Background: an optimization exercise with open tools, aiming at small area, a short achievable clock period and few clock cycles per item. Do not read the settings as production practice. At most, simulation tests tie the RTL to the original design; equivalence was not proved. Function not checked in runs 5 and 6: the RTL went through the layout flow alone. No activity file was given, so power comes from the tool's default toggle rates.

**flow/flow/abc_map_area.script**
```
strash
dch
map -a
topo
```
**flow/standard.sh**
```bash
#!/bin/bash
# synth_recipe.tcl (not shown) runs the flow's synth.tcl, then flattens the netlist and writes it again
# the make line also repeats each setting of config.mk as NAME=value (left out here)
make -C /OpenROAD-flow-scripts/flow DESIGN_CONFIG=/design/flow/config.mk WORK_HOME=/design/flow/orfs CLKGATE_MAP_FILE= SYNTH_SCRIPT=/design/flow/synth_recipe.tcl "${@:-finish}"
```
**flow/config.mk**
```make
export PLATFORM = sky130hd
export DESIGN_NAME = par_engine
export DESIGN_NICKNAME = par_engine
export VERILOG_FILES = /design/flow/design.v
export SDC_FILE = /design/flow/constraint.sdc
export NUM_CORES = 4
export LEC_CHECK = 0
export CAP_MARGIN = 20
export CORE_MARGIN = 2
export CORE_UTILIZATION = 55
export CTS_CLUSTER_DIAMETER = 100
export CTS_CLUSTER_SIZE = 20
export SLEW_MARGIN = 20
```
**flow/design.v**
```verilog
module par_engine (
  input  wire        clk,
  input  wire        rst,
  input  wire        cmd_valid,
  output reg         cmd_ready,
  input  wire [1:0]  cmd_mode,     
  input  wire [4:0]  cmd_n,        
  input  wire [4:0]  cmd_a,        
  input  wire [4:0]  cmd_b,        
  input  wire [11:0] cmd_cols,     
  input  wire        in_valid,
  output reg         in_ready,
  input  wire [63:0] in_data,
  output reg         out_valid,
  input  wire        out_ready,
  output reg  [63:0] out_data,
  output reg         out_last
);
  localparam [1:0] M_GEN = 2'd0, M_UPD = 2'd1, M_REC = 2'd2;
  localparam [1:0] S_IDLE = 2'd0, S_DEC = 2'd1, S_SET = 2'd2, S_RUN = 2'd3;
  function automatic [7:0] mul_g(input [7:0] x);        
    mul_g = {x[6:0], 1'b0} ^ (x[7] ? 8'h1d : 8'h00);
  endfunction
  function automatic [7:0] mul_ginv(input [7:0] x);     
    mul_ginv = {1'b0, x[7:1]} ^ (x[0] ? 8'h8e : 8'h00);
  endfunction
  function automatic [63:0] mul_w(input [63:0] w, input [7:0] c);
    reg [7:0] cg [0:7];
    reg [7:0] acc;
    integer i, l;
    begin
      cg[0] = c;
      for (i = 1; i < 8; i = i + 1) cg[i] = mul_g(cg[i-1]);
      for (l = 0; l < 8; l = l + 1) begin
        acc = 8'h00;
        for (i = 0; i < 8; i = i + 1)
          if (w[8*l + i]) acc = acc ^ cg[i];
        mul_w[8*l +: 8] = acc;
      end
    end
  endfunction
  localparam [255:0] EXP_TAB = {
      8'hc0, 8'h60, 8'h30, 8'h18, 8'h0c, 8'h06, 8'h03, 8'h8f,
      8'hc9, 8'hea, 8'h75, 8'hb4, 8'h5a, 8'h2d, 8'h98, 8'h4c,
      8'h26, 8'h13, 8'h87, 8'hcd, 8'he8, 8'h74, 8'h3a, 8'h1d,
      8'h80, 8'h40, 8'h20, 8'h10, 8'h08, 8'h04, 8'h02, 8'h01};
  localparam [255:0] T_TAB = {
      8'h59, 8'h57, 8'h89, 8'hde, 8'haa, 8'hba, 8'h8e, 8'h02,
      8'hd2, 8'hb4, 8'he9, 8'hf2, 8'h63, 8'h26, 8'hdc, 8'h67,
      8'h8a, 8'hc0, 8'he4, 8'h85, 8'h74, 8'hfb, 8'ha9, 8'ha0,
      8'h54, 8'h5f, 8'hed, 8'h72, 8'h9d, 8'ha7, 8'hf4, 8'h00};
  function automatic [7:0] gf_exp(input [4:0] e);
    gf_exp = EXP_TAB[8*e +: 8];
  endfunction
  function automatic [7:0] tab_t(input [4:0] d);
    tab_t = T_TAB[8*d +: 8];
  endfunction
  reg [1:0]  state;
  reg [1:0]  mode;
  reg [4:0]  last_k;          
  reg [4:0]  lo, hi;          
  reg        go_set;          
  reg [1:0]  set_ph;          
  reg        pa_dt, pa_p, pa_q;   
  reg        pb_dt, pb_p, pb_q;   
  reg        p_swap;          
  reg        sx;              
  reg        dd;              
  reg        bq;              
  reg        c_first_r;       
  reg        c_two;           
  reg [11:0] cols_left;
  reg        col_last;        
  reg [7:0]  alpha, beta;
  reg [4:0]  k;
  reg [7:0]  s;               
  reg [63:0] w1;              
  reg        v1;              
  reg [7:0]  c1;              
  reg        a1;              
  reg        first1;          
  reg        last1;           
  reg [63:0] acc_a, acc_r;
  reg        full;            
  reg        f_first_r, f_sec_x, f_two, f_last;
  reg [63:0] sec_data;
  reg        sec_valid, sec_last;
  wire rec = (mode == M_REC);
  wire upd = (mode == M_UPD);
  wire cmd_fire = cmd_valid && cmd_ready;
  wire in_fire  = in_valid && in_ready;
  wire cap      = full && !out_valid;
  wire       w_lost  = rec && (k == lo || k == hi);
  wire [4:0] k1      = k + 5'd1;
  wire       w_data  = (mode == M_GEN) || (k1 < last_k);
  wire       w_p     = (mode != M_GEN) && (k1 == last_k);
  wire       w_last  = (k == last_k);
  wire [7:0] w_c     = w_lost ? 8'h00 :
                       w_data ? (s ^ beta) :
                       w_p    ? (upd ? 8'h00 : beta) :
                                (upd ? 8'h01 : alpha);
  wire        r_two   = rec && go_set;
  wire        r_swap  = r_two && p_swap;
  wire [4:0]  r_lo    = r_swap ? hi : lo;
  wire [4:0]  r_hi    = r_swap ? lo : hi;
  wire        r_lo_dt = r_swap ? pb_dt : pa_dt;
  wire        r_hi_p  = r_swap ? pa_p : pb_p;
  wire        r_hi_q  = r_swap ? pa_q : pb_q;
  wire        r_dd    = r_two && r_lo_dt && !r_hi_p && !r_hi_q;
  wire        r_sx    = r_two && r_lo_dt && !r_hi_q;
  wire        r_dq    = r_two && r_lo_dt && r_hi_q;
  wire        set_done = (set_ph == 2'd2) ? !sx : (set_ph == 2'd0) && !(sx && k != lo);
  wire        run_end  = in_fire && w_last && col_last;
  reg [1:0] state_nx;
  always @* begin
    state_nx = state;
    case (state)
      S_IDLE: if (cmd_fire) state_nx = S_DEC;
      S_DEC:  state_nx = go_set ? S_SET : S_RUN;
      S_SET:  if (set_done) state_nx = S_RUN;
      S_RUN:  if (run_end) state_nx = S_IDLE;
      default: state_nx = S_IDLE;
    endcase
  end
  wire full_nx      = (v1 && last1) ? 1'b1 : cap ? 1'b0 : full;
  wire out_valid_nx = cap ? 1'b1 :
                      (out_valid && out_ready && !sec_valid) ? 1'b0 : out_valid;
  wire run_nx       = (state == S_DEC && !go_set) || (state == S_SET && set_done) ||
                      (state == S_RUN && !run_end);
  always @(posedge clk) begin
    w1     <= in_data;
    c1     <= in_fire ? w_c : 8'h00;
    a1     <= in_fire && !w_lost && (w_data || w_p);
    first1 <= in_fire && (k == 5'd0);
    last1  <= w_last;
  end
  always @(posedge clk) begin
    acc_a <= (first1 ? 64'd0 : acc_a) ^ (a1 ? w1 : 64'd0);
    acc_r <= (first1 ? 64'd0 : acc_r) ^ mul_w(w1, c1);
    if (cap) begin
      out_data <= f_first_r ? acc_r : acc_a;
      sec_data <= f_sec_x ? (acc_a ^ acc_r) : acc_r;
    end else if (out_valid && out_ready && sec_valid) begin
      out_data <= sec_data;
    end
  end
  always @(posedge clk) begin
    if (rst) begin
      state     <= S_IDLE;
      cmd_ready <= 1'b1;
      in_ready  <= 1'b0;
      v1        <= 1'b0;
      full      <= 1'b0;
      out_valid <= 1'b0;
      out_last  <= 1'b0;
      sec_valid <= 1'b0;
    end else begin
      state     <= state_nx;
      cmd_ready <= (state == S_IDLE && !cmd_fire) || run_end;
      in_ready  <= run_nx && !((full_nx || (in_fire && w_last)) && out_valid_nx);
      v1        <= in_fire;
      full      <= full_nx;
      out_valid <= out_valid_nx;
      case (state)
        S_IDLE: if (cmd_fire) begin
          mode      <= cmd_mode;
          lo        <= cmd_a;
          hi        <= cmd_b;
          cols_left <= cmd_cols;
          col_last  <= (cmd_cols == 12'd1);
          go_set    <= (cmd_mode == M_UPD) || (cmd_mode == M_REC && cmd_b != 5'd31);
          last_k    <= (cmd_mode == M_GEN) ? cmd_n - 5'd1 :
                       (cmd_mode == M_UPD) ? 5'd3 : cmd_n + 5'd1;
          pa_dt     <= (cmd_a < cmd_n);
          pa_p      <= (cmd_a == cmd_n);
          pa_q      <= (cmd_a == cmd_n + 5'd1);
          pb_dt     <= (cmd_b < cmd_n);
          pb_p      <= (cmd_b == cmd_n);
          pb_q      <= (cmd_b == cmd_n + 5'd1);
          p_swap    <= (cmd_b < cmd_a);
        end
        S_DEC: begin
          lo        <= (rec || upd) ? r_lo : 5'd31;
          hi        <= r_two ? r_hi : 5'd31;
          set_ph    <= 2'd2;
          sx        <= r_sx;
          dd        <= r_dd;
          bq        <= upd || r_dq;
          c_two     <= !rec || r_two;
          c_first_r <= rec && (r_two ? r_sx : pa_q);
          alpha     <= upd ? 8'h00 : 8'h01;
          beta      <= 8'h00;
          k         <= 5'd0;
          s         <= upd ? 8'h00 : 8'h01;
        end
        S_SET: begin
          if (set_ph == 2'd2) begin
            if (bq) beta <= gf_exp(lo);
            if (dd) k    <= hi - lo;
            set_ph <= dd ? 2'd1 : 2'd0;
          end else if (set_ph == 2'd1) begin
            alpha  <= tab_t(k);
            beta   <= tab_t(k) ^ 8'h01;
            k      <= 5'd0;
            set_ph <= 2'd0;
          end else begin
            if (sx && k != lo) alpha <= mul_ginv(alpha);
            k <= set_done ? 5'd0 : k1;
          end
          s     <= alpha;
        end
        S_RUN: if (in_fire) begin
          k         <= w_last ? 5'd0 : k1;
          s         <= w_last ? alpha : mul_g(s);
          if (w_last) begin
            cols_left <= cols_left - 12'd1;
            col_last  <= (cols_left == 12'd2);
          end
        end
        default: ;
      endcase
      if (in_fire && w_last) begin
        f_first_r <= c_first_r;
        f_sec_x   <= sx;
        f_two     <= c_two;
        f_last    <= col_last;
      end
      if (cap) begin
        out_last  <= f_last && !f_two;
        sec_valid <= f_two;
        sec_last  <= f_last;
      end else if (out_valid && out_ready && sec_valid) begin
        out_last  <= sec_last;
        sec_valid <= 1'b0;
      end
    end
  end
endmodule
```
**flow/flow/run.sh**
```bash
#!/bin/bash
# Layout: the standard ORFS flow (standard.sh) with three changes:
#  - synthesis maps with an area-oriented ABC script (flow/abc_map_area.script,
#    used in place of ORFS's abc_speed.script; the rest of synthesis, and so
#    the registers, are unchanged),
#  - setup repair aimed at 5.4 ns of slack (a 2.6 ns period),
#  - the smallest buffer cell for the port buffers.
# make's output goes to make.log in this folder; ORFS keeps its per-step logs
# under orfs/logs.
set -euo pipefail
rm -rf scripts_abc
cp -r "$FLOW_HOME/scripts" scripts_abc
cp flow/abc_map_area.script scripts_abc/abc_speed.script
bash standard.sh SCRIPTS_DIR="$PWD/scripts_abc" SETUP_SLACK_MARGIN=5.4 \
  "BUFFER_PORTS_ARGS=-buffer_cell sky130_fd_sc_hd__buf_1" finish > make.log 2>&1
```
**flow/constraint.sdc**
```tcl
create_clock -name core_clock -period 8.0 [get_ports {clk}]
set_input_delay 1.6000 -clock core_clock [delete_from_list [all_inputs] [get_ports {clk}]]
set_output_delay 1.6000 -clock core_clock [all_outputs]
set_load 0.01 [all_outputs]
```
==> results.json, run 1 <==
{
  "status": "no timing/DRC/antenna violations",
  "synth_nets": 2961,
  "finalInstanceArea_um2": 27700,
  "min_to": "f_first_r",
  "holdWs_ns": 0.425,
  "period_minus_slack_ns": 2.77,
  "synth_compound_area_share_pct": 7.64,
  "cts_tree": "yes",
  "worst_pin_slew_ns": 0.930,
  "synthArstFlopShare_pct": 0,
  "antenna_found_initial": 2,
  "synth_edf_count": 207,
  "ant_nets": 0,
  "dp_hpwl_mm": 47.3,
  "tns_ns": 0,
  "wl_per_cell_um": 19.5,
  "drive_gt1_share_pct": 9.19,
  "yosys.area.top_type": "edfxtp_1",
  "cp_top_family": "flip-flops",
  "drt-pass1-iter-count": 7,
  "setup_viol": 0,
  "rsz0062_at_grt": "yes",
  "ys_warn_count": 2,
  "rr_worst_depth": 12,
  "final_nets": 3241,
  "synthCells": 2815,
  "ios": 166,
  "cts_root_buffer": "clkbuf_16",
  "cts_inserted_buffers": 25,
  "pre_cts_ws_ns": 4.25,
  "synth_cell_types": 37,
  "hold_path.class": "flip-flop to flip-flop",
  "synth_seq_cells": 419,
  "worstSkewPairLatency_ns": 0.59,
  "dp.cells": 3575,
  "max_slew_margin_pct": 38.0,
  "worst_hold_startpoint": "c_first_r",
  "synthTopCellsByArea": "edfxtp_1, dfxtp_1, xor2_1",
  "slew_viol_final": 0,
  "maxCapViolCount": 0,
  "grt_pass1_vias": 19700,
  "synth_top_area_share_pct": 25.9,
  "timing.rr.end": "acc_r[36]",
  "path_class": "flip-flop to output pin",
  "cts.sinks": 419,
  "wirelength_mm": 72.2,
  "syn_to_final_growth_pct": 15.2,
  "p_sw_mw": 3.30,
  "port-buffer-count": 165,
  "die_area_um2": 45400,
  "ir_drop_mv": 0.245,
  "synth-adder-area-share_pct": 2.53,
  "overflow": 0,
  "r2r-start": "c1[7]",
  "internal-power_mw": 5.01,
  "clk_pin_slew_ns": 0.08,
  "worstPathRequired_ns": 6.40,
  "power_mw": 8.30,
  "crit_buf_inv": 1,
  "synthMuxAreaShare_pct": 0,
  "drc": 0,
  "cp.arrival_ns": 1.17,
  "syn_area_per_cell_um2": 8.54,
  "synth_ff_type": "dfxtp_1",
  "max_freq_ghz": 0.361,
  "drt-initial-drc-count": 1693,
  "synth_most_common_cell": "nand2_1",
  "die_y_um": 213,
  "crit_path_end_kind": "output pin",
  "fin_ws_ns": 5.23,
  "clock_skew_ns": 0.0388,
  "crit_chain": "clkbuf_2",
  "initial_core_util_pct": 55.8,
  "swShare_pct": 39.7,
  "synthTopCellsByCount": "nand2_1, xor2_1, nor2_1",
  "utilization_pct": 64.3,
  "placed_cell_area_um2": 25800,
  "num_vias": 20200,
  "via_per_inst": 5.45,
  "cp_max_fo": 1,
  "leakage_nw": 9.97,
  "syn_area_um2": 24000,
  "p_per_area_nw_per_um2": 300,
  "grt_max_degree": 131,
  "stdcell_count": 3698,
  "hold_depth": 0,
  "fp.dieW_um": 213,
  "std_cell_rows": 76,
  "cts_hold_buf": 0,
  "synth_top_family_by_area": "XOR/XNOR gates",
  "slowest_stage": "edfxtp_1",
  "ff2ff_setup_slack_ns": 5.50,
  "antenna_cells": 0,
  "routabilityCongestion": 0.902,
  "grt.total_usage_pct": 31.7,
  "p_seq_share_pct": 41.0,
  "comb_power_share_pct": 43.0,
  "fin_crit_sh_pct": 34.6,
  "coreArea_um2": 43100,
  "clkPwrFrac_pct": 15.9,
  "finalHoldViolations": 0,
  "cts.path.max_buffers": 3,
  "seq_area_frac_synth_pct": 43.5,
  "crit_path_start_kind": "flip-flop",
  "grt_pass1_wl_mm": 111,
  "synth_xor_area_share_pct": 25.1,
  "critPathMaxStageDelay_ns": 0.43,
  "cts.htree.levels": 1,
  "synth-simple-area-share_pct": 18.6
}
## how the worst max path moves through the flow
stage	startpoint	end	slack, ns	depth (start not counted)
global placement	c1[4]	acc_r[37]	4.42	12
floorplan	full	sec_last	3.82	4
detailed placement	c1[4]	acc_r[29]	4.25	12
CTS	out_data[48]	out_data[48]	5.21	1
global route	out_data[48]	out_data[48]	5.19	1
finish	out_data[48]	out_data[48]	5.23	1
## cells in the final DEF, fill, tap and decap left out, types with 57 or more instances in the layout
| cell | count |
|---|---|
| nand2_1 | 819 |
| xor2_1 | 434 |
| nor2_1 | 272 |
| xnor2_1 | 245 |
| edfxtp_1 | 207 |
| dfxtp_1 | 198 |
| clkinv_1 | 139 |
| o21ai_0 | 132 |
| buf_1 | 99 |
| buf_4 | 68 |
| o21ai_1 | 64 |
| clkbuf_2 | 57 |
## power groups by stage
stage	Clock (mW)	Combinational, mW	Sequential, mW
floorplan	0	2.53	3.27
global placement	0	3.06	3.48
detailed placement	0	3.15	3.49
CTS	1.34	3.42	3.41
global route	1.42	3.94	3.47
finish	1.32	3.57	3.41
## final cells by class
type                       count  area (um^2)
inverter                     165          689
tap                          585          732
clock buffer                  43          693
clock inverter                 2         22.5
multi-input combinational   2235        13500
fill                        3764        15400
timing repair buffer         248         1510
sequential                   419        10500
timing repair inverter         1         8.76
## kinds of logic (layout without fill, tap and decap cells)
logic type	after synthesis	count (layout)
AO/OA/AOI/OAI	324	324
XOR/XNOR	689	689
adder cells (fa/ha/maj)	48	48
buffers and inverters	165	459
flip-flops	419	419
AND/OR/NAND/NOR	1170	1174
## sequential cells by signal, summed over array words and instances (netlist names), 12 cells and up
signal	flops
sec_data	64
out_data	64
w1	64
acc_r	64
cols_left	12
acc_a	64
## what timing repair did
action | in CTS | in global routing
endpoints found under the setup margin | 238 | 199
pin swaps | 9 | 8
buffers inserted | 45 | 27
gates resized for setup | 70 | 98
gates cloned | 4 | 2
## metal layers
layer	wire length, um	vias to the layer above	GRT usage, %
li1	-	9678	-
met1	29500	9512	40.7
met2	34800	763	54.0
met3	4930	200	4.46
met4	2980	4	12.1
met5	25	-	0
Testbench counts, summed over its fixed seeds: cycles 121,288, columns 10,233.
==> run 2, diff against run 1 <==
==> flow/flow/run.sh (replaced) <==
#!/bin/bash
# Layout: the standard ORFS flow (standard.sh) with three changes:
#  - synthesis maps with an area-oriented ABC script (flow/abc_map_area.script,
#    used in place of ORFS's abc_speed.script; the rest of synthesis, and so
#    the registers, are unchanged),
#  - setup repair aimed at 6.0 ns of slack,
#  - the smallest buffer cell for the port buffers.
# make's output goes to make.log in this folder; ORFS keeps its per-step logs
# under orfs/logs.
set -euo pipefail
rm -rf scripts_abc
cp -r "$FLOW_HOME/scripts" scripts_abc
cp flow/abc_map_area.script scripts_abc/abc_speed.script
bash standard.sh SCRIPTS_DIR="$PWD/scripts_abc" SETUP_SLACK_MARGIN=6.0 \
  "BUFFER_PORTS_ARGS=-buffer_cell sky130_fd_sc_hd__buf_1" finish > make.log 2>&1
==> run 2 against run 1 <==
Via count increased by 16%. Synthesized cell count unchanged. Sequential share of layout area decreased by 6.7 points.
==> results.json, run 2 <==
{
  "synthCells": 2815,
  "clock_skew_ns": 0.0350,
  "drc": 0,
  "synthTopCellsByCount": "nand2_1, xor2_1, nor2_1",
  "slowest_stage": "edfxtp_1",
  "hold_path.class": "flip-flop to flip-flop",
  "std_cell_rows": 76,
  "overflow": 0,
  "synth_edf_count": 207,
  "synth_top_family_by_area": "XOR/XNOR gates",
  "synth_most_common_cell": "nand2_1",
  "drt-pass1-iter-count": 11,
  "crit_path_end_kind": "output pin",
  "syn_to_final_growth_pct": 39.9,
  "slew_viol_final": 0,
  "synthMuxAreaShare_pct": 0,
  "ios": 166,
  "drt-initial-drc-count": 3058,
  "synth_nets": 2961,
  "seq_area_frac_synth_pct": 43.5,
  "leakage_nw": 12.8,
  "via_per_inst": 5.97,
  "finalHoldViolations": 0,
  "clk_pin_slew_ns": 0.09,
  "status": "no timing/DRC/antenna violations",
  "cp_top_family": "flip-flops",
  "syn_area_per_cell_um2": 8.54,
  "grt_pass1_vias": 21800,
  "die_y_um": 213,
  "p_per_area_nw_per_um2": 305,
  "yosys.area.top_type": "edfxtp_1",
  "dp_hpwl_mm": 46.3,
  "setup_viol": 0,
  "synthArstFlopShare_pct": 0,
  "coreArea_um2": 43100,
  "worstPathRequired_ns": 6.40,
  "final_nets": 3461,
  "crit_chain": "clkbuf_2",
  "wl_per_cell_um": 24.3,
  "synth-adder-area-share_pct": 2.53,
  "max_freq_ghz": 0.354,
  "cts_tree": "yes",
  "grt_max_degree": 90,
  "cp_max_fo": 1,
  "syn_area_um2": 24000,
  "synth_xor_area_share_pct": 25.1,
  "fp.dieW_um": 213,
  "synth_top_area_share_pct": 25.9,
  "ir_drop_mv": 0.201,
  "crit_buf_inv": 1,
  "grt_pass1_wl_mm": 128,
  "antenna_cells": 0,
  "synth_cell_types": 37,
  "synthTopCellsByArea": "edfxtp_1, dfxtp_1, xor2_1",
  "maxCapViolCount": 0,
  "drive_gt1_share_pct": 27.1,
  "cts.path.max_buffers": 3,
  "path_class": "flip-flop to output pin",
  "synth-simple-area-share_pct": 18.6,
  "tns_ns": 0,
  "max_slew_margin_pct": 38.5,
  "cts.sinks": 419,
  "crit_path_start_kind": "flip-flop",
  "layout_common_cells": "nand2_1, xor2_1, nor2_1, xnor2_1, edfxtp_1",
  "power_mw": 10.3,
  "fin_crit_sh_pct": 35.3,
  "cts.htree.levels": 1,
  "wirelength_mm": 95.2,
  "synth_seq_cells": 419,
  "initial_core_util_pct": 55.8,
  "synth_compound_area_share_pct": 7.64,
  "final_common_cell": "nand2_1",
  "cts_root_buffer": "clkbuf_16",
  "ant_nets": 0,
  "critPathMaxStageDelay_ns": 0.46,
  "ys_warn_count": 2,
  "rsz0062_at_grt": "yes",
  "port-buffer-count": 165,
  "num_vias": 23400,
  "antenna_found_initial": 3,
  "cts_inserted_buffers": 24,
  "worst_pin_slew_ns": 0.921,
  "grt.total_usage_pct": 37.4,
  "period_minus_slack_ns": 2.83,
  "die_area_um2": 45400,
  "nFillCells": 2774,
  "cp.arrival_ns": 1.23,
  "routabilityCongestion": 0.935,
  "worstSkewPairLatency_ns": 0.62,
  "synth_ff_type": "dfxtp_1"
}
run 2: cell types whose count changed in the layout (fill, tap and decap cells not counted), sizes merged:
cell,change
clkbuf,+6
clkinv,-6
nand2,+11
bufinv,-1
buf,+199
nor2,+1
clkinvlp,-1
inv,+11
run 2: what timing repair did:
action / CTS / global route
cloned: 28 / 2
setup endpoints to repair: 434 / 322
hold buffers: 0 / 0
resized for setup: 427 / 371
pin swaps: 204 / 218
setup buffers: 192 / 77
run 2: metal layers:
layer  up-vias  track usage [%]  wire length [um]
li1      10100                -                 -
met2      1621             61.2             43300
met5         -                0                26
met3       616             8.91             11100
met4         4             22.6              8120
met1     11100             44.6             32700
run 2: worst paths after layout:
kind / cells past startpoint / start / slack [ns] / to
worst max register to register: 14 / c1[7] / 5.19 / acc_r[19]
worst min register to register: 0 / c_first_r / 0.43 / f_first_r
worst min-delay path: 0 / c_first_r / 0.43 / f_first_r
worst max-delay path: 1 / out_data[2] / 5.17 / out_data[2]
run 2: where the power goes:
group / internal, mW / total [mW] / switching (mW)
Combinational: 2.43 / 5.50 / 3.07
Sequential: 2.88 / 3.42 / 0.539
Clock: 0.593 / 1.34 / 0.751
Total: 5.90 / 10.3 / 4.36
run 2: kinds of logic after synthesis:
kind of cell,Yosys count
AO/OA/AOI/OAI,324
XOR/XNOR,689
adder cells (fa/ha/maj),48
buffers and inverters,165
flip-flops,419
AND/OR/NAND/NOR,1170
run 2: layout make-up:
class / instances / area [um^2] / share of cell area (%)
Sequential cell: 419 / 10500 / 31.3
Timing Repair Buffer: 452 / 4270 / 12.7
Timing Repair inverter: 6 / 131 / 0.391
Multi-Input combinational cell: 2247 / 16300 / 48.5
Inverter: 165 / 977 / 2.91
Tap cell: 585 / 732 / 2.18
Clock buffer: 44 / 698 / 2.08
run 2: per-stage QoR:
| stage | utilization, % | setup slack, ns | instances | cell area, um^2 | hold WS, ns |
|---|---|---|---|---|---|
| 5_1_grt | 78.0 | 5.17 | 3918 | 33600 | 0.432 |
| 6_report | 78.0 | 5.17 | 3918 | 33600 | 0.425 |
| 3_5_place_dp | 61.9 | 4.46 | 3575 | 26700 | 0.407 |
| 2_1_floorplan | - | 3.82 | 2815 | 25200 | 0.400 |
| 4_1_cts | 72.9 | 5.20 | 3839 | 31400 | 0.427 |
| 3_3_place_gp | 61.9 | 4.48 | 3575 | 26700 | 0.402 |
==> run 3, diff against run 2 <==
==> flow/flow/run.sh (replaced) <==
#!/bin/bash
# Layout: the standard ORFS flow (standard.sh) with three changes:
#  - synthesis maps with an area-oriented ABC script (flow/abc_map_area.script,
#    used in place of ORFS's abc_speed.script; the rest of synthesis, and so
#    the registers, are unchanged),
#  - setup repair aimed at 5.7 ns of slack,
#  - the smallest buffer cell for the port buffers.
# make's output goes to make.log in this folder; ORFS keeps its per-step logs
# under orfs/logs.
set -euo pipefail
rm -rf scripts_abc
cp -r "$FLOW_HOME/scripts" scripts_abc
cp flow/abc_map_area.script scripts_abc/abc_speed.script
bash standard.sh SCRIPTS_DIR="$PWD/scripts_abc" SETUP_SLACK_MARGIN=5.7 \
  "BUFFER_PORTS_ARGS=-buffer_cell sky130_fd_sc_hd__buf_1" finish > make.log 2>&1
==> run 3 against run 2 <==
Register-to-register slack better by 0.26 ns. Critical path depth unchanged. Still clean. First-iteration DRC count fell by 32%. Global-route usage fell by 5.2 points. Via count is 9.7% lower.
==> results.json, run 3 <==
{
  "status": "no timing/DRC/antenna violations",
  "pre_cts_ws_ns": 4.55,
  "setup_viol": 0,
  "slew_viol_final": 0,
  "wirelength_mm": 76.4,
  "cts.htree.levels": 1,
  "final_nets": 3314,
  "swShare_pct": 40.3,
  "grt.total_usage_pct": 32.1,
  "grt_pass1_wl_mm": 113,
  "ios": 166,
  "worstSkewPairLatency_ns": 0.58,
  "cts.path.max_buffers": 3,
  "drt-initial-drc-count": 2086,
  "yosys.area.top_type": "edfxtp_1",
  "coreArea_um2": 43100,
  "final_common_cell": "nand2_1",
  "utilization_pct": 69.0,
  "cp_top_family": "flip-flops",
  "fin_crit_sh_pct": 35.0,
  "drt-pass1-iter-count": 6,
  "ys_warn_count": 2,
  "num_vias": 21100,
  "initial_core_util_pct": 55.8,
  "nFillCells": 3415,
  "power_mw": 8.97,
  "ant_nets": 0,
  "rsz0062_at_grt": "yes",
  "finalInstanceArea_um2": 29700,
  "std_cell_rows": 76,
  "max_slew_margin_pct": 38.1,
  "internal-power_mw": 5.36,
  "cts.sinks": 419,
  "multi_input_area_um2": 14600,
  "slowest_stage": "edfxtp_1",
  "clock_skew_ns": 0.0242,
  "crit_buf_inv": 1,
  "maxCapViolCount": 0,
  "grt_pass1_vias": 20000,
  "die_area_um2": 45400,
  "synth_nets": 2961,
  "path_class": "flip-flop to output pin",
  "synth_edf_count": 207,
  "leakage_nw": 10.8,
  "crit_chain": "clkbuf_2",
  "crit_path_start_kind": "flip-flop",
  "synth_cell_types": 37,
  "die_y_um": 213,
  "synthArstFlopShare_pct": 0,
  "worst_pin_slew_ns": 0.928,
  "stdcell_count": 3773,
  "ir_drop_mv": 0.185,
  "synth_ff_type": "dfxtp_1",
  "cts_inserted_buffers": 24,
  "crit_path_end_kind": "output pin",
  "comb_power_share_pct": 47.8,
  "placed_cell_area_um2": 26200,
  "cts_tree": "yes",
  "fp.dieW_um": 213,
  "worstPathRequired_ns": 6.40,
  "p_seq_share_pct": 37.7,
  "overflow": 0,
  "p_sw_mw": 3.61,
  "synth_top_area_share_pct": 25.9,
  "grt_max_degree": 69,
  "dp.cells": 3575,
  "fin_ws_ns": 5.20,
  "period_minus_slack_ns": 2.80,
  "cts_hold_buf": 0,
  "port-buffer-count": 165,
  "seq_area_frac_synth_pct": 43.5,
  "seq_area_um2": 10500,
  "syn_area_per_cell_um2": 8.54,
  "critPathMaxStageDelay_ns": 0.46,
  "wl_per_cell_um": 20.2,
  "cp.arrival_ns": 1.20,
  "holdWs_ns": 0.439,
  "drc": 0,
  "synthTopCellsByArea": "edfxtp_1, dfxtp_1, xor2_1",
  "via_per_inst": 5.60,
  "dp_hpwl_mm": 46.3,
  "max_freq_ghz": 0.357,
  "drive_gt1_share_pct": 16.1,
  "cts_root_buffer": "clkbuf_16",
  "p_per_area_nw_per_um2": 302,
  "tns_ns": 0,
  "cp_max_fo": 1,
  "synthCells": 2815,
  "routabilityCongestion": 0.945,
  "hold_path.class": "flip-flop to flip-flop",
  "clkPwrFrac_pct": 14.5,
  "finalHoldViolations": 0,
  "layout_common_cells": "nand2_1, xor2_1, nor2_1",
  "synthTopCellsByCount": "nand2_1, xor2_1, nor2_1",
  "syn_to_final_growth_pct": 23.7,
  "antenna_found_initial": 3,
  "syn_area_um2": 24000,
  "synth_most_common_cell": "nand2_1",
  "synth_seq_cells": 419,
  "clk_pin_slew_ns": 0.08
}
[run 3: changes by cell type in the layout (fill, tap and decap cells not counted), sizes merged]
cell / delta
buf: -135
inv: -7
nand2: -7
clkinvlp: +2
diode: +2
clkinv: +1
nor2: -1
[run 3: layer usage]
metal	vias up	wire [um]	track usage, %
li1	9813	-	-
met4	2	4200	13.5
met1	9993	29500	39.8
met2	1026	37000	56.6
met5	-	15	0
met3	294	5660	3.87
[run 3: cell type report]
| type | instances | area share (%) |
|---|---|---|
| multi-input combinational | 2239 | 48.9 |
| sequential | 419 | 35.3 |
| timing repair buffer | 318 | 8.02 |
| inverter | 165 | 2.84 |
| tap | 585 | 2.46 |
| clock buffer | 43 | 2.33 |
| timing repair inverter | 1 | 0.0547 |
| antenna | 2 | 0.0168 |
| clock inverter | 1 | 0.0126 |
[run 3: repair_timing]
item                       in CTS  in global routing
pin swaps                      58                 88
cloned                         10                  2
buffers inserted              108                 32
resized for setup             167                213
setup endpoints to repair     326                190
[run 3: final timing paths]
path,startpoint,to,slack [ns],cells after the start
worst min-delay path,c_first_r,f_first_r,0.44,0
worst max-delay path,out_data[52],out_data[52],5.20,1
worst min register to register,c_first_r,f_first_r,0.44,0
worst max register to register,k[0],c1[4],5.45,14
[run 3: cells by family after synthesis]
logic type / count (synthesis) / synth area share [%]
AND/OR/NAND/NOR: 1170 / 18.6
XOR/XNOR: 689 / 25.1
flip-flops: 419 / 43.5
AO/OA/AOI/OAI: 324 / 7.64
buffers and inverters: 165 / 2.58
adder cells (fa/ha/maj): 48 / 2.53
[run 3: power by group through the flow]
stage               Sequential [mW]  Combinational (mW)  Clock (mW)
floorplan                      3.28                2.60           0
global placement               3.46                3.14           0
detailed placement             3.48                3.24           0
CTS                            3.37                3.89        1.32
global route                   3.44                4.62        1.38
finish                         3.38                4.29        1.30
==> run 4, diff against run 3 <==
==> flow/flow/run.sh (replaced) <==
#!/bin/bash
# Layout: the standard ORFS flow (standard.sh) with three changes:
#  - synthesis maps with an area-oriented ABC script (flow/abc_map_area.script,
#    used in place of ORFS's abc_speed.script; the rest of synthesis, and so
#    the registers, are unchanged),
#  - setup repair aimed at 5 ns of slack (a 3 ns period),
#  - the smallest buffer cell for the port buffers.
# make's output goes to make.log in this folder; ORFS keeps its per-step logs
# under orfs/logs.
set -euo pipefail
rm -rf scripts_abc
cp -r "$FLOW_HOME/scripts" scripts_abc
cp flow/abc_map_area.script scripts_abc/abc_speed.script
bash standard.sh SCRIPTS_DIR="$PWD/scripts_abc" SETUP_SLACK_MARGIN=5 \
  "BUFFER_PORTS_ARGS=-buffer_cell sky130_fd_sc_hd__buf_1" finish > make.log 2>&1
==> run 4 against run 3 <==
Non-clock buffer count is 110 lower. Routed wire length shrank 9.6%. Fmax fell by 4.0%. Die area did not move. Clock skew is 0.0012 ns higher. Synthesized cell count stayed put. Register-to-register slack lost 0.36 ns. Total power is 10% lower. Cell area shrank 9.8%. Cell count shrank 3.2%. Combinational power down 22%. Critical endpoint is now k[2]. Largest power group is now registers.
==> results.json, run 4 <==
{
  "crit_path_start_kind": "input port",
  "clk_pin_slew_ns": 0.09,
  "final_nets": 3195,
  "synth_edf_count": 207,
  "coreArea_um2": 43100,
  "slowest_stage": "nor2_1",
  "tns_ns": 0,
  "cts_inserted_buffers": 24,
  "fp.dieW_um": 213,
  "setup_viol": 0,
  "wirelength_mm": 69.0,
  "worstSkewPairLatency_ns": 0.58,
  "status": "no timing/DRC/antenna violations",
  "period_minus_slack_ns": 2.92,
  "rsz0062_at_grt": "no",
  "maxCapViolCount": 0,
  "cp_top_family": "simple AND/OR/NAND/NOR gates",
  "routabilityCongestion": 0.932,
  "synth_ff_type": "dfxtp_1",
  "pre_cts_ws_ns": 3.77,
  "crit_chain": "clkbuf_2 > clkinv_1 > a21oi_1 > nor2_1 > o21a_1",
  "dp.cells": 3581,
  "layout_common_cells": "nand2_1, xor2_1, nor2_1",
  "antenna_cells": 0,
  "antenna_found_initial": 1,
  "std_cell_rows": 76,
  "crit_path_end_kind": "flip-flop",
  "worst_pin_slew_ns": 0.952,
  "cts_tree": "yes",
  "syn_to_final_growth_pct": 11.6,
  "stdcell_count": 3651,
  "dr.max_layer_used": "met5",
  "cts_root_buffer": "clkbuf_16",
  "met1Wirelength_mm": 29.4,
  "port-buffer-count": 165,
  "cts.sinks": 419,
  "yosys.area.top_type": "edfxtp_1",
  "p_per_area_nw_per_um2": 301,
  "syn_area_per_cell_um2": 8.54,
  "final_common_cell": "nand2_1",
  "ir_drop_mv": 0.185,
  "drt-initial-drc-count": 1685,
  "syn_area_um2": 24000,
  "overflow": 0,
  "path_class": "input port to flip-flop",
  "synth_top_area_share_pct": 25.9,
  "max_freq_ghz": 0.343,
  "clock_skew_ns": 0.0255,
  "finalHoldViolations": 0,
  "grt.total_usage_pct": 30.4,
  "critPathMaxStageDelay_ns": 0.70,
  "grt_pass1_wl_mm": 108,
  "grt_pass1_vias": 19200,
  "synthArstFlopShare_pct": 0,
  "synth_most_common_cell": "nand2_1",
  "ios": 166,
  "seq_area_frac_synth_pct": 43.5,
  "cp_max_fo": 11,
  "die_y_um": 213,
  "synth_nets": 2961,
  "cts.htree.levels": 1,
  "crit_buf_inv": 2,
  "synth_seq_cells": 419,
  "max_slew_margin_pct": 36.5,
  "die_area_um2": 45400,
  "via_per_inst": 5.42,
  "dp_hpwl_mm": 47.4,
  "leakage_nw": 9.43,
  "wl_per_cell_um": 18.9,
  "num_vias": 19800,
  "wl_met3_mm": 3.74,
  "ys_warn_count": 2,
  "cp.arrival_ns": 3.20,
  "hold_path.class": "flip-flop to flip-flop",
  "cts.path.max_buffers": 3,
  "grt_max_degree": 70,
  "drc": 0,
  "worstPathRequired_ns": 8.28,
  "synth_cell_types": 37,
  "fin_crit_sh_pct": 36.5,
  "drive_gt1_share_pct": 3.98,
  "drt-pass1-iter-count": 6,
  "synthCells": 2815,
  "synthTopCellsByCount": "nand2_1, xor2_1, nor2_1",
  "ant_nets": 0,
  "synthTopCellsByArea": "edfxtp_1, dfxtp_1, xor2_1",
  "wl_met2_mm": 33.8,
  "slew_viol_final": 0,
  "nFillCells": 3855,
  "fin_ws_ns": 5.08,
  "initial_core_util_pct": 55.8
}
## run 4: cell counts after synthesis
Identical to the previous run, type by type.
## run 4: final timing paths
kind,start,endpoint,slack (ns),depth (start not counted)
hold / removal,c_first_r,f_first_r,0.42,0
setup / recovery,rst,k[2],5.08,5
setup reg to reg,c1[7],acc_r[12],5.09,11
hold reg to reg,c_first_r,f_first_r,0.42,0
## run 4: logic make-up (layout without fill, tap and decap cells)
family                     count (synthesis)  after routing  synth area share, %
and+or+nand+nor                         1170           1170                 18.6
xor gates and xnor gates                 689            689                 25.1
DFF                                      419            419                 43.5
AOI/OAI and AO/OA                        324            324                 7.64
buffers and inverters                    165            416                 2.58
adders and majority gates                 48             48                 2.53
## run 4: stage by stage
| stage | total power, mW | hold WS (ns) | util, % | cell area [um^2] |
|---|---|---|---|---|
| final | 8.07 | 0.417 | 62.3 | 26800 |
| after floorplan | 5.77 | 0.400 | - | 24100 |
| after detailed placement | 6.60 | 0.408 | 59.4 | 25600 |
| after CTS | 8.00 | 0.411 | 61.8 | 26600 |
| after global routing | 8.57 | 0.424 | 62.3 | 26800 |
| after global placement | 6.50 | 0.406 | 59.4 | 25600 |
## run 4: repair_timing
item	in CTS	in global routing
resized for setup	38	16
pin swaps	3	2
buffers inserted	10	17
setup endpoints to repair	95	63
hold buffers	0	0
## run 4: layout make-up
class                   instances  area [um^2]  share of cell area, %
well taps                     585          732                   2.73
repair buffers                208         1050                   3.91
flip-flops and latches        419        10500                   39.1
clock buffers                  43          697                   2.60
multi-input cells            2231        13200                   49.3
inverters                     165          642                   2.39
## run 4: where the power goes
part           total (mW)  switching [mW]  internal, mW  leakage (nW)
sequential           3.43           0.545          2.88          3.67
combinational        3.34            1.92          1.43          5.42
clock                1.30           0.705         0.591         0.333
## run 4: per-layer routing
layer | track usage, % | vias to the layer above
met5 | 0 | -
met2 | 53.0 | 604
met4 | 9.31 | 2
met1 | 39.7 | 9494
li1 | - | 9564
met3 | 3.12 | 111
==> run 5, diff against run 4 <==
--- a/flow/design.v
+++ b/flow/design.v
@@ -57,6 +57,7 @@
   endfunction
   reg [1:0]  state;
   reg [1:0]  mode;
+  reg [4:0]  n;               
   reg [4:0]  last_k;          
   reg [4:0]  lo, hi;          
   reg        go_set;          
@@ -74,12 +75,10 @@
   reg [7:0]  alpha, beta;
   reg [4:0]  k;
   reg [7:0]  s;               
-  reg [63:0] w1;              
-  reg        v1;              
-  reg [7:0]  c1;              
-  reg        a1;              
-  reg        first1;          
-  reg        last1;           
+  reg [7:0]  c_cur;           
+  reg        a_cur;           
+  reg        first_cur;       
+  reg        last_cur;        
   reg [63:0] acc_a, acc_r;
   reg        full;            
   reg        f_first_r, f_sec_x, f_two, f_last;
@@ -90,15 +89,15 @@
   wire cmd_fire = cmd_valid && cmd_ready;
   wire in_fire  = in_valid && in_ready;
   wire cap      = full && !out_valid;
-  wire       w_lost  = rec && (k == lo || k == hi);
-  wire [4:0] k1      = k + 5'd1;
-  wire       w_data  = (mode == M_GEN) || (k1 < last_k);
-  wire       w_p     = (mode != M_GEN) && (k1 == last_k);
-  wire       w_last  = (k == last_k);
-  wire [7:0] w_c     = w_lost ? 8'h00 :
-                       w_data ? (s ^ beta) :
-                       w_p    ? (upd ? 8'h00 : beta) :
-                                (upd ? 8'h01 : alpha);
+  wire [4:0] k_nx    = last_cur ? 5'd0 : k + 5'd1;
+  wire [7:0] s_nx    = last_cur ? alpha : mul_g(s);
+  wire       lost_nx = rec && (k_nx == lo || k_nx == hi);
+  wire       data_nx = (k_nx < n);
+  wire       p_nx    = (k_nx == n);
+  wire [7:0] c_nx    = lost_nx ? 8'h00 :
+                       data_nx ? (s_nx ^ beta) :
+                       p_nx    ? (upd ? 8'h00 : beta) :
+                                 (upd ? 8'h01 : alpha);
   wire        r_two   = rec && go_set;
   wire        r_swap  = r_two && p_swap;
   wire [4:0]  r_lo    = r_swap ? hi : lo;
@@ -109,8 +108,10 @@
   wire        r_dd    = r_two && r_lo_dt && !r_hi_p && !r_hi_q;
   wire        r_sx    = r_two && r_lo_dt && !r_hi_q;
   wire        r_dq    = r_two && r_lo_dt && r_hi_q;
-  wire        set_done = (set_ph == 2'd2) ? !sx : (set_ph == 2'd0) && !(sx && k != lo);
-  wire        run_end  = in_fire && w_last && col_last;
+  wire        r_lost0 = rec && (lo == 5'd0 || (r_two && hi == 5'd0));
+  wire        set_done = (set_ph == 2'd0) && !(sx && k != lo);
+  wire        lost0    = rec && (lo == 5'd0 || hi == 5'd0);
+  wire        run_end  = in_fire && last_cur && col_last;
   reg [1:0] state_nx;
   always @* begin
     state_nx = state;
@@ -122,21 +123,16 @@
       default: state_nx = S_IDLE;
     endcase
   end
-  wire full_nx      = (v1 && last1) ? 1'b1 : cap ? 1'b0 : full;
+  wire full_nx      = (in_fire && last_cur) ? 1'b1 : cap ? 1'b0 : full;
   wire out_valid_nx = cap ? 1'b1 :
                       (out_valid && out_ready && !sec_valid) ? 1'b0 : out_valid;
   wire run_nx       = (state == S_DEC && !go_set) || (state == S_SET && set_done) ||
                       (state == S_RUN && !run_end);
   always @(posedge clk) begin
-    w1     <= in_data;
-    c1     <= in_fire ? w_c : 8'h00;
-    a1     <= in_fire && !w_lost && (w_data || w_p);
-    first1 <= in_fire && (k == 5'd0);
-    last1  <= w_last;
-  end
-  always @(posedge clk) begin
-    acc_a <= (first1 ? 64'd0 : acc_a) ^ (a1 ? w1 : 64'd0);
-    acc_r <= (first1 ? 64'd0 : acc_r) ^ mul_w(w1, c1);
+    acc_a <= ((in_fire && first_cur) ? 64'd0 : acc_a) ^
+             ((in_fire && a_cur) ? in_data : 64'd0);
+    acc_r <= ((in_fire && first_cur) ? 64'd0 : acc_r) ^
+             (in_fire ? mul_w(in_data, c_cur) : 64'd0);
     if (cap) begin
       out_data <= f_first_r ? acc_r : acc_a;
       sec_data <= f_sec_x ? (acc_a ^ acc_r) : acc_r;
@@ -149,7 +145,6 @@
       state     <= S_IDLE;
       cmd_ready <= 1'b1;
       in_ready  <= 1'b0;
-      v1        <= 1'b0;
       full      <= 1'b0;
       out_valid <= 1'b0;
       out_last  <= 1'b0;
@@ -157,13 +152,13 @@
     end else begin
       state     <= state_nx;
       cmd_ready <= (state == S_IDLE && !cmd_fire) || run_end;
-      in_ready  <= run_nx && !((full_nx || (in_fire && w_last)) && out_valid_nx);
-      v1        <= in_fire;
+      in_ready  <= run_nx && !(full_nx && out_valid_nx);
       full      <= full_nx;
       out_valid <= out_valid_nx;
       case (state)
         S_IDLE: if (cmd_fire) begin
           mode      <= cmd_mode;
+          n         <= cmd_n;
           lo        <= cmd_a;
           hi        <= cmd_b;
           cols_left <= cmd_cols;
@@ -180,6 +175,7 @@
           p_swap    <= (cmd_b < cmd_a);
         end
         S_DEC: begin
+          n         <= upd ? 5'd2 : n;
           lo        <= (rec || upd) ? r_lo : 5'd31;
           hi        <= r_two ? r_hi : 5'd31;
           set_ph    <= 2'd2;
@@ -192,34 +188,44 @@
           beta      <= 8'h00;
           k         <= 5'd0;
           s         <= upd ? 8'h00 : 8'h01;
+          c_cur     <= r_lost0 ? 8'h00 : 8'h01;
+          a_cur     <= !r_lost0;
+          first_cur <= 1'b1;
+          last_cur  <= 1'b0;
         end
         S_SET: begin
           if (set_ph == 2'd2) begin
-            if (bq) beta <= gf_exp(lo);
-            if (dd) k    <= hi - lo;
-            set_ph <= dd ? 2'd1 : 2'd0;
+            k      <= hi - lo;
+            set_ph <= 2'd1;
           end else if (set_ph == 2'd1) begin
-            alpha  <= tab_t(k);
-            beta   <= tab_t(k) ^ 8'h01;
+            if (dd) alpha <= tab_t(k);
+            if (dd) beta  <= tab_t(k) ^ 8'h01;
+            if (bq) beta  <= gf_exp(lo);
             k      <= 5'd0;
             set_ph <= 2'd0;
           end else begin
             if (sx && k != lo) alpha <= mul_ginv(alpha);
-            k <= set_done ? 5'd0 : k1;
+            k <= set_done ? 5'd0 : k + 5'd1;
           end
           s     <= alpha;
+          c_cur <= lost0 ? 8'h00 : (alpha ^ beta);
+          a_cur <= !lost0;
         end
         S_RUN: if (in_fire) begin
-          k         <= w_last ? 5'd0 : k1;
-          s         <= w_last ? alpha : mul_g(s);
-          if (w_last) begin
+          k         <= k_nx;
+          s         <= s_nx;
+          c_cur     <= c_nx;
+          a_cur     <= !lost_nx && (data_nx || p_nx);
+          first_cur <= last_cur;
+          last_cur  <= (k_nx == last_k);
+          if (last_cur) begin
             cols_left <= cols_left - 12'd1;
             col_last  <= (cols_left == 12'd2);
           end
         end
         default: ;
       endcase
-      if (in_fire && w_last) begin
+      if (in_fire && last_cur) begin
         f_first_r <= c_first_r;
         f_sec_x   <= sx;
         f_two     <= c_two;
==> run 5 against run 4 <==
Combinational power up 87%. Fmax fell by 3.1%. Still clean on timing, DRC and antenna. Register-to-register slack worse by 0.10 ns. Largest cell class unchanged. Largest power group is now combinational cells. Critical path type is now flip-flop to flip-flop. Flip-flop and latch count is 60 lower. Utilization is 2.4 points higher.
==> results.json, run 5 <==
{
  "status": "no timing/DRC/antenna violations",
  "swShare_pct": 47.3,
  "clk_pin_slew_ns": 0.10,
  "grt_max_degree": 129,
  "cp_max_fo": 38,
  "crit_chain": "buf_12 > or2_2 > nand2_4 > xor2_2 > clkinv_1 > nor2_1 > xor2_1 > xor2_1 > nand3b_1 > nand3_1 > xor2_1",
  "slew_viol_final": 0,
  "wirelength_mm": 77.1,
  "wl_per_cell_um": 20.5,
  "setup_viol": 0,
  "worst_pin_slew_ns": 0.994,
  "ir_drop_mv": 0.207,
  "syn_to_final_growth_pct": 15.5,
  "die_y_um": 211,
  "max_slew_margin_pct": 33.4,
  "final_nets": 3351,
  "synthArstFlopShare_pct": 0,
  "synth_cell_types": 36,
  "yosys.area.top_type": "edfxtp_1",
  "timing.rr.end": "acc_r[2]",
  "period_minus_slack_ns": 3.01,
  "ff2ff_setup_slack_ns": 4.99,
  "leakage_nw": 10.0,
  "drc": 0,
  "antenna_found_initial": 5,
  "cp_top_family": "XOR/XNOR gates",
  "cts_inserted_buffers": 21,
  "hold_path.class": "flip-flop to flip-flop",
  "synth_seq_cells": 359,
  "path_class": "flip-flop to flip-flop",
  "synth_nets": 3069,
  "synth_top_area_share_pct": 28.3,
  "clock_skew_ns": 0.0209,
  "r2r-start": "c_cur[6]",
  "crit_path_end_kind": "flip-flop",
  "die_area_um2": 44700,
  "slowest_stage": "xor2_2",
  "syn_area_um2": 23700,
  "overflow": 0,
  "max_freq_ghz": 0.332,
  "synth_edf_count": 223,
  "grt.total_usage_pct": 32.6,
  "crit_buf_inv": 2,
  "finalHoldViolations": 0,
  "fin_crit_sh_pct": 37.6,
  "critPathMaxStageDelay_ns": 0.50,
  "layout_common_cells": "nand2_1, xor2_1, nor2_1",
  "port-buffer-count": 165,
  "synthTopCellsByArea": "edfxtp_1, xor2_1, nand2_1",
  "nFillCells": 3759,
  "drt-initial-drc-count": 2125,
  "cts.path.max_buffers": 3,
  "final_common_cell": "nand2_1",
  "worstPathRequired_ns": 8.46,
  "cts_tree": "yes",
  "hold_depth": 0,
  "cts_root_buffer": "clkbuf_16",
  "tns_ns": 0,
  "routabilityCongestion": 0.903,
  "drt-pass1-iter-count": 5,
  "p_sw_mw": 4.90,
  "num_vias": 21700,
  "comb_power_share_pct": 60.5,
  "rr_worst_depth": 11,
  "internal-power_mw": 5.45,
  "initial_core_util_pct": 56.0,
  "ys_warn_count": 2,
  "seq_area_frac_synth_pct": 39.8,
  "worst_hold_startpoint": "c_first_r",
  "cts.sinks": 359,
  "synth_most_common_cell": "nand2_1",
  "via_per_inst": 5.77,
  "cp.arrival_ns": 3.47,
  "synth_ff_type": "edfxtp_1",
  "crit_path_start_kind": "flip-flop",
  "drive_gt1_share_pct": 8.50,
  "std_cell_rows": 75,
  "holdWs_ns": 0.425,
  "p_seq_share_pct": 28.4,
  "p_per_area_nw_per_um2": 379,
  "coreArea_um2": 42200,
  "synthTopCellsByCount": "nand2_1, xor2_1, nor2_1",
  "worstSkewPairLatency_ns": 0.57,
  "maxCapViolCount": 0,
  "min_to": "f_first_r",
  "crit_top_cell": "xor2_1",
  "ant_nets": 0,
  "synthCells": 2925,
  "clkPwrFrac_pct": 11.1,
  "syn_area_per_cell_um2": 8.09,
  "fp.dieW_um": 211,
  "cts.htree.levels": 1,
  "grt_pass1_vias": 20600,
  "rsz0062_at_grt": "yes",
  "ios": 166,
  "utilization_pct": 64.7,
  "grt_pass1_wl_mm": 114,
  "dp_hpwl_mm": 48.1
}
run 5: worst max-delay path by stage:
stage,startpoint,endpoint,cells after the start
floorplan,full,sec_last,4
global placement,c_cur[1],acc_r[3],12
detailed placement,c_cur[1],acc_r[3],12
CTS,in_valid,acc_a[55],6
global route,c_cur[6],acc_r[2],11
finish,c_cur[6],acc_r[2],11
run 5: per-stage QoR:
| step | setup slack (ns) | std cells | power, mW | instance area [um^2] |
|---|---|---|---|---|
| finish | 4.99 | 3762 | 10.3 | 27300 |
| global route | 4.85 | 3761 | 11.0 | 27300 |
| CTS | 4.97 | 3714 | 9.79 | 26700 |
| detailed placement | 3.84 | 3644 | 8.28 | 25600 |
| global placement | 3.95 | 3644 | 8.15 | 25600 |
| floorplan | 3.85 | 2925 | 6.97 | 24200 |
run 5: final cells by class:
| cell class | count | area (um^2) | share of cell area [%] |
|---|---|---|---|
| clock buffers | 37 | 586 | 2.14 |
| diodes | 1 | 2.50 | 0.00916 |
| multi-input cells | 2380 | 14300 | 52.3 |
| clock inverters | 1 | 8.76 | 0.0320 |
| repair buffers | 249 | 1490 | 5.44 |
| inverters | 196 | 858 | 3.14 |
| flip-flops and latches | 359 | 9420 | 34.5 |
| well taps | 539 | 674 | 2.47 |
run 5: routing by layer:
metal | track usage (%) | routed length (um) | vias up
li1 | - | - | 10200
met1 | 39.3 | 29400 | 10300
met2 | 57.4 | 37500 | 982
met3 | 4.64 | 6160 | 266
met4 | 15.2 | 4040 | 6
met5 | 0 | 36 | -
run 5: cell families (layout without fill, tap and decap cells):
group | Yosys count | count (layout) | share of synthesized area (%)
DFF | 359 | 359 | 39.8
buffers and inverters | 196 | 483 | 3.11
other | 0 | 1 | 0
AOI/OAI and AO/OA | 453 | 456 | 10.8
xor gates and xnor gates | 636 | 636 | 23.5
adders and majority gates | 46 | 46 | 2.46
and+or+nand+nor | 1235 | 1242 | 20.3
run 5: worst register-to-register path, stage by stage (launching register included):
cell and delay [ns]:
edfxtp_1 0.43, buf_12 0.21, or2_2 0.38, nand2_4 0.15, xor2_2 0.51, clkinv_1 0.24, nor2_1 0.21, xor2_1 0.20
xor2_1 0.18, nand3b_1 0.13, nand3_1 0.10, xor2_1 0.15
run 5: what timing repair did:
item | CTS | global route
pin swaps | 11 | 22
setup endpoints to repair | 115 | 162
hold buffers | 0 | 0
cloned | 4 | 11
setup buffers | 28 | 35
gates resized for setup | 49 | 73
run 5: power groups by stage:
| stage | logic, mW | registers [mW] | clock network [mW] |
|---|---|---|---|
| after floorplan | 4.04 | 2.93 | 0 |
| after CTS | 5.69 | 2.94 | 1.16 |
| after detailed placement | 5.27 | 3.02 | 0 |
| after global placement | 5.15 | 3.00 | 0 |
| final | 6.26 | 2.94 | 1.14 |
| after global routing | 6.74 | 2.99 | 1.22 |
==> run 6, diff against run 5 <==
==> flow/flow/run.sh (replaced) <==
#!/bin/bash
# Layout: the standard ORFS flow (standard.sh) with three changes:
#  - synthesis maps with an area-oriented ABC script (flow/abc_map_area.script,
#    used in place of ORFS's abc_speed.script; the rest of synthesis, and so
#    the registers, are unchanged),
#  - setup repair aimed at 5.4 ns of slack (a 2.6 ns period),
#  - the smallest buffer cell for the port buffers.
# make's output goes to make.log in this folder; ORFS keeps its per-step logs
# under orfs/logs.
set -euo pipefail
rm -rf scripts_abc
cp -r "$FLOW_HOME/scripts" scripts_abc
cp flow/abc_map_area.script scripts_abc/abc_speed.script
bash standard.sh SCRIPTS_DIR="$PWD/scripts_abc" SETUP_SLACK_MARGIN=5.4 \
  "BUFFER_PORTS_ARGS=-buffer_cell sky130_fd_sc_hd__buf_1" finish > make.log 2>&1
==> run 6 against run 5 <==
Still clean. Routed wire length up 16%. Clock skew shrank 0.0067 ns. Worst hold slack better by 0.0031 ns. Flip-flop and latch count is the same. Critical path depth decreased by 1. Synthesized area unchanged.
==> results.json, run 6 <==
{
  "synthCells": 2925,
  "cts.path.max_buffers": 3,
  "antenna_found_initial": 2,
  "r2r-start": "c_cur[7]",
  "fp.dieW_um": 211,
  "status": "no timing/DRC/antenna violations",
  "num_vias": 23400,
  "seq_area_frac_synth_pct": 39.8,
  "synth_top_area_share_pct": 28.3,
  "crit_top_cell": "xor2_2",
  "grt_max_degree": 70,
  "nFillCells": 3162,
  "cp_max_fo": 7,
  "worst_pin_slew_ns": 0.810,
  "synthTopCellsByArea": "edfxtp_1, xor2_1, nand2_1",
  "period_minus_slack_ns": 3.24,
  "crit_buf_inv": 2,
  "coreArea_um2": 42200,
  "ios": 166,
  "via_per_inst": 6.06,
  "grt_pass1_wl_mm": 127,
  "critPathLaunch": "in_data[42]",
  "synth_seq_cells": 359,
  "cts.htree.levels": 1,
  "syn_area_um2": 23700,
  "setup_viol": 0,
  "synthArstFlopShare_pct": 0,
  "layout_common_cells": "nand2_1, xor2_1, nor2_1",
  "crit_chain": "buf_12 > inv_8 > nor2_4 > xor2_2 > xnor2_2 > xor2_2 > xor2_2 > nand3b_1 > nand3_2 > xor2_1",
  "fin_crit_sh_pct": 40.5,
  "path_class": "input port to flip-flop",
  "finalInstanceArea_um2": 30900,
  "maxCapViolCount": 0,
  "grt.total_usage_pct": 37.0,
  "drt-initial-drc-count": 2618,
  "rsz0062_at_grt": "yes",
  "cp_top_family": "XOR/XNOR gates",
  "std_cell_rows": 75,
  "timing.rr.end": "acc_r[42]",
  "synth_cell_types": 36,
  "syn_to_final_growth_pct": 30.5,
  "wirelength_mm": 89.3,
  "power_mw": 12.0,
  "stdcell_count": 3866,
  "cts_tree": "yes",
  "clk_pin_slew_ns": 0.09,
  "slowest_stage": "xor2_2",
  "dp_hpwl_mm": 48.4,
  "critPathMaxStageDelay_ns": 0.45,
  "die_y_um": 211,
  "slew_viol_final": 0,
  "worst_hold_startpoint": "c_two",
  "utilization_pct": 73.1,
  "synthTopCellsByCount": "nand2_1, xor2_1, nor2_1",
  "worstPathRequired_ns": 8.45,
  "overflow": 0,
  "synth_most_common_cell": "nand2_1",
  "synth_edf_count": 223,
  "dp.cells": 3645,
  "fin_ws_ns": 4.76,
  "crit_path_end_kind": "flip-flop",
  "clock_skew_ns": 0.0142,
  "final_common_cell": "nand2_1",
  "ff2ff_setup_slack_ns": 4.83,
  "rr_worst_depth": 13,
  "hold_path.class": "flip-flop to flip-flop",
  "ir_drop_mv": 0.226,
  "final_nets": 3457,
  "tns_ns": 0,
  "initial_core_util_pct": 56.0,
  "synth_ff_type": "edfxtp_1",
  "drc": 0,
  "leakage_nw": 11.7,
  "min_to": "f_two",
  "antenna_cells": 0,
  "pre_cts_ws_ns": 3.99,
  "grt_pass1_vias": 22100,
  "seq_area_um2": 9430,
  "p_per_area_nw_per_um2": 390,
  "cp.arrival_ns": 3.69,
  "drt-pass1-iter-count": 9,
  "cts_root_buffer": "clkbuf_16",
  "finalHoldViolations": 0,
  "drive_gt1_share_pct": 22.8,
  "cts.sinks": 359,
  "hold_depth": 0,
  "worstSkewPairLatency_ns": 0.56,
  "max_slew_margin_pct": 46.0,
  "syn_area_per_cell_um2": 8.09,
  "die_area_um2": 44700,
  "yosys.area.top_type": "edfxtp_1",
  "multi_input_area_um2": 16100,
  "cts_inserted_buffers": 21,
  "port-buffer-count": 165,
  "routabilityCongestion": 0.900,
  "holdWs_ns": 0.428,
  "ys_warn_count": 2,
  "ant_nets": 0,
  "wl_per_cell_um": 23.1,
  "synth_nets": 3069,
  "max_freq_ghz": 0.309,
  "crit_path_start_kind": "input port",
  "placed_cell_area_um2": 25900
}
[run 6: cell count changes in the layout (fill, tap and decap cells not counted), sizes merged]
cell	delta
buf	+51
clkbuf	+34
clkinv	-16
nand2	+11
inv	+10
bufbuf	+7
clkinvlp	+7
a21oi	-1
bufinv	+1
diode	-1
nor2	+1
[run 6: worst max path at each step]
stage	depth (start not counted)	slack [ns]	end
6_report	10	4.76	acc_r[42]
5_1_grt	10	4.78	acc_r[42]
4_1_cts	15	5.25	acc_r[36]
3_5_place_dp	14	3.99	c_cur[0]
3_3_place_gp	14	4.12	c_cur[0]
2_1_floorplan	4	3.85	sec_last
[run 6: timing repair]
action                                  in CTS  in global routing
endpoints found under the setup margin     356                224
setup buffers                               98                 54
hold buffers                                 0                  0
pin swaps                                  178                183
gates resized for setup                    420                291
cloned                                      28                  3
[run 6: final cells by class]
type	instances	share of cell area (%)
multi-input combinational	2391	52.3
tap	539	2.18
clock buffer	37	1.90
timing repair inverter	3	0.0972
sequential	359	30.5
timing repair buffer	341	9.80
inverter	196	3.23
[run 6: cells by family after synthesis]
logic type / synth area share [%]
XOR/XNOR: 23.5
flip-flops: 39.8
AND/OR/NAND/NOR: 20.3
buffers and inverters: 3.11
adder cells (fa/ha/maj): 2.46
AO/OA/AOI/OAI: 10.8
[run 6: power breakdown]
part | total (mW) | internal (mW) | switching [mW]
clock network | 1.13 | 0.499 | 0.630
logic | 7.96 | 3.12 | 4.84
registers | 2.94 | 2.55 | 0.393
[run 6: layer usage]
layer / track usage [%] / vias to the layer above / wire length, um
met3: 6.42 / 478 / 9550
met4: 19.5 / 2 / 6120
li1: - / 10400 / -
met1: 44.6 / 11000 / 31800
met2: 63.1 / 1475 / 41800
met5: 0 / - / 13

[re-timing with driven ports]
How much do the figures lean on ideal ports? The routed layouts below were timed once more, with nothing changed but the port constraints.
Step 1: set_driving_cell puts a clkbuf_16 on clk and a buf_2 on each other input, an assumption about the parent block.
Step 2 times the ports against the registers' clock, not the clock port: input delays grow and output delays shrink by t, the midpoint of the rising clock arrivals with the driver on.
Three values: no drivers, after step 1, after step 2; two values: the first two.
| run | shift t [ns] | setup slack, ns | worst register clock-pin slew, ns | worst data-port slew with drivers (ns) |
|---|---|---|---|---|
| run 1 | 0.627 | 5.234 / 5.175 / 4.906 | 0.10 / 0.10 | 0.06 |
| run 2 | 0.663 | 5.174 / 5.113 / 4.994 | 0.12 / 0.12 | 0.08 |
| run 3 | 0.631 | 5.201 / 5.141 / 5.028 | 0.10 / 0.10 | 0.08 |
| run 4 | 0.635 | 5.083 / 5.080 / 4.492 | 0.09 / 0.09 | 0.06 |
| run 5 | 0.621 | 4.989 / 4.989 / 4.447 | 0.10 / 0.10 | 0.09 |
| run 6 | 0.613 | 4.759 / 4.745 / 4.132 | 0.09 / 0.09 | 0.12 |
After both steps every run listed still meets setup and hold. For run 6, which loses most, drivers alone change the setup slack by -0.014 ns; drivers and shift together by -0.627 ns.
